This is an optimization exercise on Yosys and OpenROAD, whose aim is small area, not a production implementation.
Only simulation tests tie the RTL to the original design; equivalence was not proved.
Power and IR drop assume default switching activity.

==> flow/design.v, too long to show whole: its modules and the start of the top module <==
// module fchain: 252 lines
// module booth_mac: 985 lines
// module bk52: 196 lines
// module bk34: 126 lines
module fchain (
    input  wire        clk,
    input  wire        rst,         
    input  wire        clr,         
    input  wire [2:0]  cic_order,   
    input  wire [8:0]  cic_m,       
    input  wire [4:0]  cic_shift,   
    input  wire [4:0]  n2,          
    input  wire [4:0]  m2,          
    input  wire [4:0]  s2,          
    input  wire [3:0]  n3,          
    input  wire [3:0]  m3,          
    input  wire [4:0]  s3,          
    input  wire        coef_we,
    input  wire [4:0]  coef_addr,
    input  wire [23:0] coef_data,
    input  wire        in_valid,
    input  wire        in_bit,
    output reg         out_valid,
    output wire [23:0] out_data,
    output wire        out_sat
);
  // ...
==> flow/run.sh <==
#!/bin/bash
# synth_recipe.tcl (not shown) runs the flow's synth.tcl, then flattens the netlist and writes it again
# the make line also repeats each setting of config.mk as NAME=value (left out here)
make -C /OpenROAD-flow-scripts/flow DESIGN_CONFIG=/design/flow/config.mk WORK_HOME=/design/flow/orfs CLKGATE_MAP_FILE= SYNTH_SCRIPT=/design/flow/synth_recipe.tcl finish
==> flow/config.mk <==
export PLATFORM = sky130hd
export DESIGN_NAME = fchain
export DESIGN_NICKNAME = fchain
export VERILOG_FILES = /design/flow/design.v
export SDC_FILE = /design/flow/constraint.sdc
export NUM_CORES = 4
export LEC_CHECK = 0
export CAP_MARGIN = 0
export CORE_MARGIN = 2
export CORE_UTILIZATION = 70
export CTS_CLUSTER_DIAMETER = 85
export CTS_CLUSTER_SIZE = 28
export SLEW_MARGIN = 0
==> flow/constraint.sdc <==
create_clock -name core_clock -period 12.0 [get_ports {clk}]
set_input_delay 2.4000 -clock core_clock [delete_from_list [all_inputs] [get_ports {clk}]]
set_output_delay 2.4000 -clock core_clock [all_outputs]
set_load 0.01 [all_outputs]
==> impl_metrics.py, run 1 <==
metrics = {
    "status": {
        "run_status": "complete, no violations",
    },
    "yosys": {
        "synth_top_area_share_pct": 27.9,
        "synth_flop_cell": "dfxtp_1",
        "syn_nets": 6425,
        "ys_types": 108,
        "synth_compound_area_share_pct": 13.4,
        "yosys_warnings": 4,
        "synthArstFlopShare_pct": 0,
    },
    "pwr": {
        "switchingPower_mw": 3.42,
        "pwr-share-comb_pct": 22.7,
        "p_clk_mw": 2.85,
        "sequentialPower_mw": 5.97,
    },
    "min_path": {
        "whs_endpoint": "r3[4][5]",
    },
    "die": {
        "tapCellCount": 1287,
        "io_pins": 106,
    },
    "global_route": {
        "busiest_layer": "met2",
        "gr-usage-met3_pct": 9.33,
        "antenna_found_initial": 4,
    },
    "finish": {
        "n_all_buffers": 245,
        "largest_reg_flops": 576,
        "multi_input_cells": 3568,
        "drive_above_1_share_pct": 7.78,
        "antennaDiodeCount": 3,
        "regArea_sq_um": 38000,
    },
    "sta": {
        "min_period_ns": 11.03,
        "period_share_pct": 91.9,
        "finalHoldViolCount": 0,
        "worst-slew-pin-transition_ns": 1.39,
        "fin_tns_setup_ns": 0,
    },
    "worst_setup_path": {
        "crit_end": "acc[51]",
        "path_max_fanout": 36,
        "crit_start": "state[2]",
        "r2r_end": "acc[51]",
    },
    "placement": {
        "pre_cts_ws_ns": 1.22,
        "place.gp.congestion": 1.04,
        "port_buffers": 105,
    },
    "clock_tree": {
        "cts_resized": 0,
        "numCtsBuffers": 70,
        "cts_hold_buf": 0,
    },
    "routing": {
        "route.met2.wl_microns": 90100,
    },
}
==> run 2, diff against run 1 <==
--- a/flow/config.mk
+++ b/flow/config.mk
@@ -6,8 +6,8 @@
 export NUM_CORES = 4
 export LEC_CHECK = 0
-export CAP_MARGIN = 0
+export CAP_MARGIN = 10
 export CORE_MARGIN = 2
 export CORE_UTILIZATION = 70
 export CTS_CLUSTER_DIAMETER = 85
 export CTS_CLUSTER_SIZE = 28
-export SLEW_MARGIN = 0
+export SLEW_MARGIN = 10
==> run 2 against run 1 <==
  * Still clean on timing, DRC and antenna
  * Critical path depth did not move
  * Combinational power about the same
  * Wire length is essentially flat
  * First-iteration DRC count is 5.4% lower
  * Non-clock buffer count did not move
  * Power barely moved
  * Register-to-register slack about the same
==> impl_metrics.py, run 2 <==
metrics = {
    "status": {
        "run_status": "complete, no violations",
    },
    "worst_setup_path": {
        "cp.required_ns": 12.60,
        "crit_buf_inv": 6,
        "cpLargestDelayFamily": "adder cells",
        "cp_num_cells": 28,
        "reg2reg_from": "state[2]",
        "critical_path_arrival_ns": 11.63,
        "r2r_end": "acc[51]",
        "crit_top_cell": "fa_1",
        "ff2ff_path_depth": 28,
        "rrSetupSlack_ns": 0.97,
        "cpPeakStageDelay_ns": 0.92,
        "worst-setup-path-type": "reg2reg",
        "crit_start": "state[2]",
        "crit_path_start_kind": "flip-flop",
        "endpoint_kind": "flip-flop",
        "cp_slowest_cell": "a22oi_1",
        "path_max_fanout": 36,
        "crit_end": "acc[51]",
    },
    "sta": {
        "fmax_mhz": 90.7,
        "fin_tns_setup_ns": 0,
        "finalHoldViolCount": 0,
        "relSlewSlack_pct": 15.7,
        "period_share_pct": 91.9,
        "fin_worst_skew_ns": 0.0446,
        "drv_slew": 0,
        "setup_viol": 0,
        "finalWorstSetupSlack_ns": 0.970,
        "worst-slew-pin-transition_ns": 1.24,
        "rsz0062_at_grt": "no",
        "min_period_ns": 11.03,
    },
    "die": {
        "die-area_sq_um": 102000,
        "fp.dieW_microns": 320,
        "io_pins": 106,
        "fp.coreArea_sq_um": 98700,
        "num_rows": 115,
        "die_h_microns": 320,
        "initial_core_util_pct": 70.9,
    },
    "routing": {
        "drtPass1Iterations": 8,
        "drt_iter0_markers": 7058,
        "drt_wl_total_microns": 204000,
        "drt-vias-per-instance": 6.76,
        "drtAntennaViolNets": 0,
        "vias": 48432,
        "remaining_drc_errors": 0,
        "avgRoutedWirePerCell_microns": 28.4,
    },
    "finish": {
        "reg_top3": "coef: 576 flops, r2: 384 flops, cring: 272 flops",
        "final_core_util_pct": 75.5,
        "nets": 6382,
        "mostFrequentLayoutCells": "dfxtp_1 (971), edfxtp_1 (617), nand2_1 (354)",
        "final_area_sq_um": 74500,
        "final_common_cell": "dfxtp_1",
        "largest_reg_flops": 576,
        "syn2layout_area_growth_pct": 6.55,
        "drive_above_1_share_pct": 7.79,
        "largest-register": "coef",
    },
    "yosys": {
        "synth_top_area_share_pct": 27.9,
        "yosys-top-cells-count": "dfxtp_1 (973), edfxtp_1 (617), nand2_1 (354)",
        "yosys.cell_count.top_type": "dfxtp_1",
        "synthArstFlopShare_pct": 0,
        "synthTopCellsByArea": "dfxtp_1 (28%), edfxtp_1 (26%), fa_1 (8.8%)",
        "synth_edf_count": 617,
        "ys_types": 108,
        "yosysSeqAreaShare_pct": 54.3,
        "ys_ff_latch": 1590,
        "syn_avg_cell_area_sq_um": 11.9,
        "synth.largest_area_cell": "dfxtp_1",
        "yosys_warnings": 4,
        "synth_flop_cell": "dfxtp_1",
        "synth_cells": 5875,
        "syn-cell-area_sq_um": 69900,
        "syn_nets": 6425,
    },
    "pwr": {
        "leakagePower_nw": 27.8,
        "p_int_mw": 7.99,
        "irDropWorstVdd_mv": 0.167,
        "power.density_nw_per_um2": 153,
        "switchingPower_mw": 3.43,
        "p_clk_share_pct": 25.0,
        "switching_share_pct": 30.0,
        "seq_power_share_pct": 52.3,
        "total_power_mw": 11.4,
        "pwr-share-comb_pct": 22.8,
    },
    "placement": {
        "place.gp.congestion": 1.04,
        "port_buffers": 105,
        "placed_area_sq_um": 72300,
        "pre_cts_ws_ns": 1.22,
        "hpwl_microns": 139000,
    },
    "clock_tree": {
        "post_cts_buffers": 0,
        "htree_levels": 3,
        "clock_latency_ns": 0.74,
        "clk_path_buf_depth": 3,
        "numCtsBuffers": 70,
        "cts_sinks": 1590,
        "clock-root-buffer": "clkbuf_16",
        "cts_resized": 0,
        "cts_hold_buf": 0,
        "clkTransAtPathRegs_ns": 0.10,
        "cts_tree": "built",
    },
    "global_route": {
        "antenna_found_initial": 4,
        "grt_overflow_total": 0,
        "grt_pass1_vias": 46817,
        "track_usage_pct": 39.4,
        "grt_pass1_wl_microns": 299000,
        "grt_max_degree": 70,
    },
    "flow_run": {
        "cap_violations": 0,
    },
    "min_path": {
        "min_path_type": "reg2reg",
    },
}
run 2: how the worst min path moves through the flow:
stage	start	end	slack, ns	cells after the start
after floorplan	cring[1][0]	cring[0][0]	0.31	0
after global placement	cring[5][6]	cring[4][6]	0.31	0
after detailed placement	cring[7][1]	cring[6][1]	0.31	0
after CTS	r3[5][5]	r3[4][5]	0.33	0
after global routing	r3[5][5]	r3[4][5]	0.33	0
final	r3[5][5]	r3[4][5]	0.33	0
run 2: cell families after synthesis:
group	synth area share (%)
adders and majority gates	11.9
DFF	54.3
buffers and inverters	4.24
and+or+nand+nor	7.57
AOI/OAI and AO/OA	13.4
muxes	3.59
xor gates and xnor gates	4.94
run 2: per-stage QoR:
| stage | hold WS [ns] | instances |
|---|---|---|
| after floorplan | 0.310 | 5875 |
| after global placement | 0.309 | 7047 |
| after detailed placement | 0.312 | 7047 |
| after CTS | 0.330 | 7163 |
| after global routing | 0.331 | 7165 |
| final | 0.326 | 7167 |
run 2: power by group through the flow:
| stage | registers (mW) | logic [mW] | clock network, mW |
|---|---|---|---|
| finish | 5.96 | 2.60 | 2.85 |
| global route | 5.97 | 2.88 | 3.05 |
| CTS | 5.95 | 2.55 | 2.86 |
| detailed placement | 6.07 | 2.53 | 0 |
| global placement | 6.07 | 2.43 | 0 |
| floorplan | 5.97 | 1.83 | 0 |
run 2: final cells by class:
| cell class | instances | area (sq um) |
|---|---|---|
| multi-input cells | 3568 | 29300 |
| flip-flops and latches | 1590 | 38000 |
| repair buffers | 245 | 2100 |
| diodes | 4 | 10.0 |
| fillers | 6389 | 24200 |
| clock buffers | 97 | 1850 |
| well taps | 1287 | 1610 |
| inverters | 357 | 1340 |
| clock inverters | 19 | 327 |
run 2: routing by layer:
layer	GRT usage (%)	share of wire (%)
met2	60.1	44
met5	0	0.0064
met1	52.4	37
met3	9.33	12
met4	21.8	6.5
==> module fchain, before the edit <==
module fchain (
    input  wire        clk,
    input  wire        rst,         
    input  wire        clr,         
    input  wire [2:0]  cic_order,   
    input  wire [8:0]  cic_m,       
    input  wire [4:0]  cic_shift,   
    input  wire [4:0]  n2,          
    input  wire [4:0]  m2,          
    input  wire [4:0]  s2,          
    input  wire [3:0]  n3,          
    input  wire [3:0]  m3,          
    input  wire [4:0]  s3,          
    input  wire        coef_we,
    input  wire [4:0]  coef_addr,
    input  wire [23:0] coef_data,
    input  wire        in_valid,
    input  wire        in_bit,
    output reg         out_valid,
    output wire [23:0] out_data,
    output wire        out_sat
);
    integer i;
    wire chain_rst = rst | clr;
    reg [3:0] tcnt;
    always @(posedge clk)
        if (rst) tcnt <= 4'd0;
        else     tcnt <= tcnt + 4'd1;
    function [31:0] rndc;
        input [4:0] s;
        begin
            rndc = (s == 5'd0) ? 32'd0 : (32'd1 << (s - 5'd1));
        end
    endfunction
    reg [23:0] coef [0:23];
    always @(posedge clk) begin
        if (coef_we && coef_addr < 5'd24)
            coef[coef_addr] <= coef_data;
    end
    reg [33:0] cring [0:7];
    reg [33:0] T;                
    reg [8:0]  ph1;
    reg        xb;               
    reg        dec;              
    reg        cfirst;           
    reg [1:0]  cst;
    localparam C_IDLE = 2'd0, C_WAIT = 2'd1, C_UPD = 2'd2, C_PRE = 2'd3;
    wire [1:0]  ck   = tcnt[1:0];
    wire        cisd = tcnt[2];
    wire        kact = ({1'b0, ck} < cic_order);
    wire [33:0] chead = cfirst ? 34'd0 : cring[0];
    wire [33:0] xbval = xb ? 34'd1 : {34{1'b1}};
    wire        csub  = (cst != C_IDLE) && cisd;
    wire        cidle = (cst == C_IDLE);
    wire [33:0] rnd1  = {2'b00, rndc(cic_shift)};
    wire [33:0] cop   = cidle ? (in_bit ? rnd1 : rnd1 - 34'd1) : (chead ^ {34{csub}});
    wire [33:0] csum;
    bk34 u_cadd (.a(T), .b(cop), .cin(cidle ? in_bit : csub), .s(csum));
    wire        dec_now = (ph1 == cic_m - 9'd1);
    reg [33:0] cwb;
    always @(*) begin
        cwb = chead;
        if (cst == C_UPD && kact) begin
            if (!cisd) cwb = csum;
            else if (dec) cwb = T;
        end
    end
    always @(posedge clk) begin
        for (i = 0; i < 7; i = i + 1)
            cring[i] <= cring[i+1];
        cring[7] <= cwb;
        if (chain_rst) begin
            cst    <= C_IDLE;
            ph1    <= 9'd0;
            cfirst <= 1'b1;
            T      <= 34'd0;
        end else begin
            case (cst)
            C_IDLE: if (in_valid) begin
                xb  <= in_bit;
                dec <= dec_now;
                ph1 <= dec_now ? 9'd0 : ph1 + 9'd1;
                if (dec_now) T <= csum;      
                cst <= C_WAIT;
            end
            C_WAIT: if (tcnt[2:0] == 3'd7) begin
                T   <= xbval;
                cst <= C_UPD;
            end
            C_UPD: begin
                if (kact && (!cisd || dec))
                    T <= csum;
                if (tcnt[2:0] == 3'd7) begin
                    T      <= 34'd0;
                    cfirst <= 1'b0;
                    cst    <= C_PRE;
                end
            end
            C_PRE: begin
                if (kact)
                    T <= csum;
                if (tcnt[2:0] == 3'd7)
                    cst <= C_IDLE;
            end
            endcase
        end
    end
    reg [23:0] r2 [0:15];
    reg [23:0] r3 [0:7];
    reg [3:0]  q2;               
    reg [2:0]  q3;
    reg [3:0]  l2;               
    reg [2:0]  l3;
    reg        fill2, fill3;     
    reg [4:0]  ph2;
    reg [3:0]  ph3;
    reg        op2, op3;         
    reg [3:0]  rc;               
    reg [23:0] y;                
    reg        S;                
    reg [51:0] acc;
    reg        afirst;
    localparam ST_IDLE = 3'd0, ST_RND1 = 3'd1, ST_REV2 = 3'd2, ST_RND2 = 3'd3,
               ST_REV3 = 3'd4, ST_RND3 = 3'd5;
    reg [2:0] state;
    wire in2 = (state == ST_REV2);
    wire in3 = (state == ST_REV3);
    wire use_y2 = fill2 || (l2 == 4'd0);
    wire use_y3 = fill3 || (l3 == 3'd0);
    always @(posedge clk) begin
        for (i = 0; i < 15; i = i + 1)
            r2[i] <= r2[i+1];
        r2[15] <= (in2 && use_y2) ? y : r2[0];
        for (i = 0; i < 7; i = i + 1)
            r3[i] <= r3[i+1];
        r3[7] <= (in3 && use_y3) ? y : r3[0];
    end
    reg        cv;               
    reg [23:0] c_op;
    always @(*) begin
        c_op = 24'd0;
        for (i = 0; i < 16; i = i + 1)
            c_op = c_op | ({24{!in3 && cv && (l2 == i)}} & coef[i]);
        for (i = 0; i < 8; i = i + 1)
            c_op = c_op | ({24{in3 && cv && (l3 == i)}} & coef[16 + i]);
    end
    wire [23:0] h_op = (in3 ? use_y3 : use_y2) ? y : (in3 ? r3[0] : r2[0]);
    wire [4:0]  sacc = in3 ? s3 : s2;
    wire [51:0] abase = afirst ? {20'd0, rndc(sacc)} : acc;
    wire [51:0] macc;
    booth_mac u_mac (.c(c_op), .h(h_op), .ain(abase), .aout(macc));
    wire [4:0]  sh  = (state == ST_RND1) ? cic_shift : (state == ST_RND3) ? s3 : s2;
    wire [51:0] av = (state == ST_RND1) ? {{18{T[33]}}, T} : acc;
    reg         clampv;
    always @(*) begin
        clampv = 1'b0;
        for (i = 0; i < 28; i = i + 1)
            if (i >= sh && (av[23 + i] != av[51])) clampv = 1'b1;
    end
    wire [54:0] avx = {{3{av[51]}}, av};
    wire [54:0] aq  = avx >> sh;
    wire [23:0] yv = clampv ? {av[51], {23{~av[51]}}} : aq[23:0];
    assign out_data = y;
    assign out_sat  = S;
    task start3;
        begin
            if (n3 == 4'd0) begin
                out_valid <= 1'b1;
                state     <= ST_IDLE;
            end else begin
                op3   <= (ph3 == m3 - 4'd1);
                cv    <= (ph3 == m3 - 4'd1) && ({1'b0, q3 - tcnt[2:0]} < n3);
                ph3   <= (ph3 == m3 - 4'd1) ? 4'd0 : ph3 + 4'd1;
                l3    <= q3 - tcnt[2:0];
                q3    <= q3 + 3'd1;
                rc    <= 4'd7;
                afirst <= 1'b1;
                state <= ST_REV3;
            end
        end
    endtask
    always @(posedge clk)
        acc <= macc;
    always @(posedge clk) begin
        out_valid <= 1'b0;
        if (chain_rst) begin
            state <= ST_IDLE;
            fill2 <= 1'b1;
            fill3 <= 1'b1;
            ph2   <= 5'd0;
            ph3   <= 4'd0;
            q2    <= 4'd0;
            q3    <= 3'd0;
            S     <= 1'b0;
        end else begin
            if (out_valid) S <= 1'b0;
            case (state)
            ST_IDLE:
                if (cst == C_IDLE && in_valid && dec_now)
                    state <= ST_RND1;
            ST_RND1: begin
                y <= yv;
                if (clampv) S <= 1'b1;
                if (n2 == 5'd0) begin
                    start3;
                end else begin
                    op2   <= (ph2 == m2 - 5'd1);
                    cv    <= (ph2 == m2 - 5'd1) && ({1'b0, q2 - tcnt} < n2);
                    ph2   <= (ph2 == m2 - 5'd1) ? 5'd0 : ph2 + 5'd1;
                    l2    <= q2 - tcnt;
                    q2    <= q2 + 4'd1;
                    rc    <= 4'd15;
                    afirst <= 1'b1;
                    state <= ST_REV2;
                end
            end
            ST_REV2: begin
                afirst <= 1'b0;
                l2     <= l2 - 4'd1;
                cv     <= op2 && ({1'b0, l2 - 4'd1} < n2);
                rc     <= rc - 4'd1;
                if (rc == 4'd0) begin
                    fill2 <= 1'b0;
                    state <= op2 ? ST_RND2 : ST_IDLE;
                end
            end
            ST_RND2: begin
                y <= yv;
                if (clampv) S <= 1'b1;
                start3;
            end
            ST_REV3: begin
                afirst <= 1'b0;
                l3     <= l3 - 3'd1;
                cv     <= op3 && ({1'b0, l3 - 3'd1} < n3);
                rc     <= rc - 4'd1;
                if (rc == 4'd0) begin
                    fill3 <= 1'b0;
                    state <= op3 ? ST_RND3 : ST_IDLE;
                end
            end
            ST_RND3: begin
                y <= yv;
                if (clampv) S <= 1'b1;
                out_valid <= 1'b1;
                state <= ST_IDLE;
            end
            default: state <= ST_IDLE;
            endcase
        end
    end
endmodule
==> run 3, diff against run 2 <==
--- a/flow/design.v
+++ b/flow/design.v
@@ -106,6 +106,8 @@
         end
     end
-    reg [23:0] r2 [0:15];
-    reg [23:0] r3 [0:7];
+    reg [23:0] r2 [0:14];
+    reg [23:0] r3 [0:6];
+    reg [3:0]  p15;              
+    reg [2:0]  p7;               
     reg [3:0]  q2;               
     reg [2:0]  q3;
@@ -126,14 +128,33 @@
     wire in2 = (state == ST_REV2);
     wire in3 = (state == ST_REV3);
-    wire use_y2 = fill2 || (l2 == 4'd0);
-    wire use_y3 = fill3 || (l3 == 3'd0);
+    wire use_y2 = fill2 || afirst;
+    wire use_y3 = fill3 || afirst;
+    wire wr2 = in2 && !afirst && (fill2 || (l2 == 4'd15));
+    wire wr3 = in3 && !afirst && (fill3 || (l3 == 3'd7));
     always @(posedge clk) begin
-        for (i = 0; i < 15; i = i + 1)
+        if (rst) begin
+            p15 <= 4'd0;
+            p7  <= 3'd0;
+        end else begin
+            p15 <= (p15 == 4'd14) ? 4'd0 : p15 + 4'd1;
+            p7  <= (p7 == 3'd6) ? 3'd0 : p7 + 3'd1;
+        end
+    end
+    always @(posedge clk) begin
+        for (i = 0; i < 14; i = i + 1)
             r2[i] <= r2[i+1];
-        r2[15] <= (in2 && use_y2) ? y : r2[0];
-        for (i = 0; i < 7; i = i + 1)
+        r2[14] <= wr2 ? y : r2[0];
+        for (i = 0; i < 6; i = i + 1)
             r3[i] <= r3[i+1];
-        r3[7] <= (in3 && use_y3) ? y : r3[0];
+        r3[6] <= wr3 ? y : r3[0];
     end
+    wire [5:0] t2 = {2'b00, q2} + 6'd28 - {2'b00, p15};
+    wire [5:0] m2r = (t2 >= 6'd30) ? t2 - 6'd30 : (t2 >= 6'd15) ? t2 - 6'd15 : t2;
+    wire [3:0] lf2 = m2r[3:0] + 4'd1;
+    wire [4:0] t3 = {2'b00, q3} + 5'd12 - {2'b00, p7};
+    wire [4:0] m3r = (t3 >= 5'd14) ? t3 - 5'd14 : (t3 >= 5'd7) ? t3 - 5'd7 : t3;
+    wire [2:0] lf3 = m3r[2:0] + 3'd1;
+    wire [3:0] ln2 = afirst ? lf2 : (l2 == 4'd1) ? 4'd15 : l2 - 4'd1;
+    wire [2:0] ln3 = afirst ? lf3 : (l3 == 3'd1) ? 3'd7 : l3 - 3'd1;
     reg        cv;               
     reg [23:0] c_op;
@@ -170,8 +191,8 @@
             end else begin
                 op3   <= (ph3 == m3 - 4'd1);
-                cv    <= (ph3 == m3 - 4'd1) && ({1'b0, q3 - tcnt[2:0]} < n3);
+                cv    <= (ph3 == m3 - 4'd1);
                 ph3   <= (ph3 == m3 - 4'd1) ? 4'd0 : ph3 + 4'd1;
-                l3    <= q3 - tcnt[2:0];
-                q3    <= q3 + 3'd1;
+                l3    <= 3'd0;
+                q3    <= (q3 == 3'd6) ? 3'd0 : q3 + 3'd1;
                 rc    <= 4'd7;
                 afirst <= 1'b1;
@@ -206,8 +227,8 @@
                 end else begin
                     op2   <= (ph2 == m2 - 5'd1);
-                    cv    <= (ph2 == m2 - 5'd1) && ({1'b0, q2 - tcnt} < n2);
+                    cv    <= (ph2 == m2 - 5'd1);
                     ph2   <= (ph2 == m2 - 5'd1) ? 5'd0 : ph2 + 5'd1;
-                    l2    <= q2 - tcnt;
-                    q2    <= q2 + 4'd1;
+                    l2    <= 4'd0;
+                    q2    <= (q2 == 4'd14) ? 4'd0 : q2 + 4'd1;
                     rc    <= 4'd15;
                     afirst <= 1'b1;
@@ -217,6 +238,6 @@
             ST_REV2: begin
                 afirst <= 1'b0;
-                l2     <= l2 - 4'd1;
-                cv     <= op2 && ({1'b0, l2 - 4'd1} < n2);
+                l2     <= ln2;
+                cv     <= op2 && ({1'b0, ln2} < n2);
                 rc     <= rc - 4'd1;
                 if (rc == 4'd0) begin
@@ -232,6 +253,6 @@
             ST_REV3: begin
                 afirst <= 1'b0;
-                l3     <= l3 - 3'd1;
-                cv     <= op3 && ({1'b0, l3 - 3'd1} < n3);
+                l3     <= ln3;
+                cv     <= op3 && ({1'b0, ln3} < n3);
                 rc     <= rc - 4'd1;
                 if (rc == 4'd0) begin
--- a/flow/config.mk
+++ b/flow/config.mk
@@ -6,8 +6,9 @@
 export NUM_CORES = 4
 export LEC_CHECK = 0
-export CAP_MARGIN = 10
+export ABC_AREA = 1
+export CAP_MARGIN = 20
 export CORE_MARGIN = 2
 export CORE_UTILIZATION = 70
 export CTS_CLUSTER_DIAMETER = 85
 export CTS_CLUSTER_SIZE = 28
-export SLEW_MARGIN = 10
+export SLEW_MARGIN = 20
==> run 3 against run 2 <==
  * Utilization is 0.38 points lower
  * Still clean
  * Via count increased by 19%
  * Final area increased by 2.7%
  * Largest power group unchanged
  * Critical path depth is 7 higher
  * Final cell count increased by 32%
  * Critical path type unchanged
==> impl_metrics.py, run 3 <==
metrics = {
    "status": {
        "run_status": "complete, no violations",
    },
    "worst_setup_path": {
        "worst-setup-path-type": "reg2reg",
        "critical_path_arrival_ns": 10.62,
        "crit_top_cell": "nand2_1",
        "cp.required_ns": 12.59,
        "cp_slowest_cell": "a21oi_4",
        "path_max_fanout": 43,
        "cpPeakStageDelay_ns": 0.64,
        "crit_path_start_kind": "flip-flop",
        "endpoint_kind": "flip-flop",
    },
    "pwr": {
        "power.density_nw_per_um2": 155,
        "total_power_mw": 11.8,
        "irDropWorstVdd_mv": 0.163,
        "leakagePower_nw": 34.7,
    },
    "yosys": {
        "synth_flop_cell": "dfxtp_1",
        "synthArstFlopShare_pct": 0,
        "syn-cell-area_sq_um": 72000,
        "syn_nets": 8649,
        "synth_edf_count": 617,
        "yosys-top-cells-count": "nand2_1 (2948), dfxtp_1 (931), inv_1 (745)",
        "ys_ff_latch": 1548,
        "synthTopCellsByArea": "dfxtp_1 (26%), edfxtp_1 (26%), nand2_1 (15%)",
        "syn_avg_cell_area_sq_um": 8.90,
        "ys_types": 62,
        "yosys.cell_count.top_type": "nand2_1",
        "synth.largest_area_cell": "dfxtp_1",
        "yosysSeqAreaShare_pct": 51.6,
        "synth_top_area_share_pct": 25.9,
        "yosys_warnings": 4,
        "synth_cells": 8086,
    },
    "finish": {
        "regArea_sq_um": 37200,
        "largest_reg_flops": 576,
        "final_common_cell": "nand2_1",
        "syn2layout_area_growth_pct": 6.31,
        "multi_input_area_sq_um": 30500,
        "nets": 8613,
        "final_area_sq_um": 76500,
        "fillCellCount": 7112,
        "reg_top3": "coef: 576 flops, r2: 360 flops, cring: 272 flops",
        "largest-register": "coef",
        "final_cell_count_no_fill": 9451,
        "final_core_util_pct": 75.1,
        "mostFrequentLayoutCells": "nand2_1 (2948), dfxtp_1 (930), inv_1 (745)",
        "drive_above_1_share_pct": 4.42,
    },
    "routing": {
        "drtPass1Iterations": 9,
        "drt-vias-per-instance": 6.07,
        "avgRoutedWirePerCell_microns": 22.8,
        "remaining_drc_errors": 0,
        "drt_iter0_markers": 7954,
        "drt_wl_total_microns": 215000,
        "vias": 57400,
        "drtAntennaViolNets": 0,
    },
    "die": {
        "io_pins": 106,
        "num_rows": 117,
        "fp.coreArea_sq_um": 102000,
        "initial_core_util_pct": 70.7,
        "die-area_sq_um": 105000,
        "die_h_microns": 325,
        "fp.dieW_microns": 325,
    },
    "clock_tree": {
        "numCtsBuffers": 71,
        "htree_levels": 3,
        "clock_latency_ns": 0.72,
        "cts_sinks": 1548,
        "clkTransAtPathRegs_ns": 0.11,
        "cts_hold_buf": 0,
        "cts_tree": "built",
        "clk_path_buf_depth": 3,
        "post_cts_buffers": 0,
        "cts_resized": 0,
        "clock-root-buffer": "clkbuf_16",
    },
    "min_path": {
        "min_path_type": "reg2reg",
    },
    "sta": {
        "whs_ns": 0.318,
        "finalWorstSetupSlack_ns": 1.97,
        "rsz0062_at_grt": "no",
        "relSlewSlack_pct": 21.8,
        "fin_tns_setup_ns": 0,
        "min_period_ns": 10.03,
        "setup_viol": 0,
        "period_share_pct": 83.6,
        "drv_slew": 0,
        "finalHoldViolCount": 0,
        "fmax_mhz": 99.7,
        "fin_worst_skew_ns": 0.0380,
        "worst-slew-pin-transition_ns": 1.17,
    },
    "placement": {
        "port_buffers": 105,
        "placed_area_sq_um": 74300,
        "place.gp.congestion": 0.997,
        "placed_cells": 9343,
        "pre_cts_ws_ns": 2.31,
        "hpwl_microns": 143000,
    },
    "global_route": {
        "grt_pass1_vias": 55594,
        "track_usage_pct": 40.3,
        "grt_pass1_wl_microns": 323000,
        "grt_overflow_total": 0,
        "antenna_found_initial": 5,
        "grt_max_degree": 97,
    },
    "flow_run": {
        "cap_violations": 0,
    },
}
-- run 3: cell count changes after synthesis, moves of 69 or more --
cell / change
nand2_1: +2594
nand3_1: +604
inv_1: +394
xnor2_1: -306
o22ai_1: -236
a22oi_1: -179
mux2i_1: -135
mux2_2: -89
o21ai_0: +88
nor2b_1: -69
-- run 3: report_power, final --
group / total [mW] / leakage, nW / switching, mW / internal, mW
Clock: 2.87 / 1.06 / 1.69 / 1.18
Combinational: 3.11 / 20.5 / 1.95 / 1.16
Sequential: 5.86 / 13.1 / 0.126 / 5.74
-- run 3: critical path: cells and delay by family (launching register included) --
family	cells	cell delay, ns
flip-flops	1	0.35
buffers and inverters	5	1.33
XOR/XNOR	1	0.17
AND/OR/NAND/NOR	16	3.18
adder cells (fa/ha/maj)	7	3.24
AO/OA/AOI/OAI	6	1.60
-- run 3: cell families (layout without fill, tap and decap cells) --
group	after synthesis	count (layout)	share of synthesized area (%)
AOI/OAI and AO/OA	672	672	5.49
buffers and inverters	1121	1113	6.21
other	0	5	0
xor gates and xnor gates	120	120	1.46
and+or+nand+nor	4140	4140	23.6
adders and majority gates	483	483	11.6
muxes	2	2	0.0278
DFF	1548	1548	51.6
-- run 3: final cells by class --
cell class                      instances  area share, %
Multi-Input combinational cell       5417           39.9
Antenna cell                            5         0.0163
Timing Repair Buffer                  232           2.63
Inverter                              780           3.83
Sequential cell                      1548           48.6
Clock buffer                           82           2.46
Clock inverter                         19          0.405
Tap cell                             1368           2.24
-- run 3: worst paths after layout --
kind	startpoint	to	slack [ns]	cells past startpoint
max	state[0]	acc[47]	1.97	35
min	r2[3][12]	r2[2][12]	0.32	0
max reg2reg	state[0]	acc[47]	1.97	35
min reg2reg	r2[3][12]	r2[2][12]	0.32	0
-- run 3: routing by layer --
metal,vias to the layer above,GRT usage [%],routed length [microns]
li1,25878,-,-
met3,854,10.4,29800
met5,-,0,149
met1,26671,52.8,77500
met4,4,20.3,12500
met2,3993,62.5,95400

## re-timing with driven ports
How much do the figures lean on ideal ports? The routed layouts below were timed once more, with nothing changed but the port constraints. Step 1 (the two cells are an assumption about what drives the block):
set clk [get_ports {clk}]
set_driving_cell -lib_cell sky130_fd_sc_hd__clkbuf_16 $clk
set_driving_cell -lib_cell sky130_fd_sc_hd__buf_2 [delete_from_list [all_inputs] $clk]
Step 2, shift: input delay + t, output delay - t, t = (earliest + latest rising clock arrival at the registers) / 2. This alone moves slack from input paths to output paths. Slacks: ideal / step 1 / step 2; pairs: ideal / step 1.
run	t, ns	setup WS [ns]	latest minus earliest clock arrival (ns)
run 1	0.791	0.974 / 0.974 / 0.974	0.046 / 0.045
run 2	0.792	0.970 / 0.970 / 0.970	0.046 / 0.046
run 3	0.780	1.974 / 1.974 / 1.974	0.038 / 0.038
After both steps setup and hold are still met in every run listed.
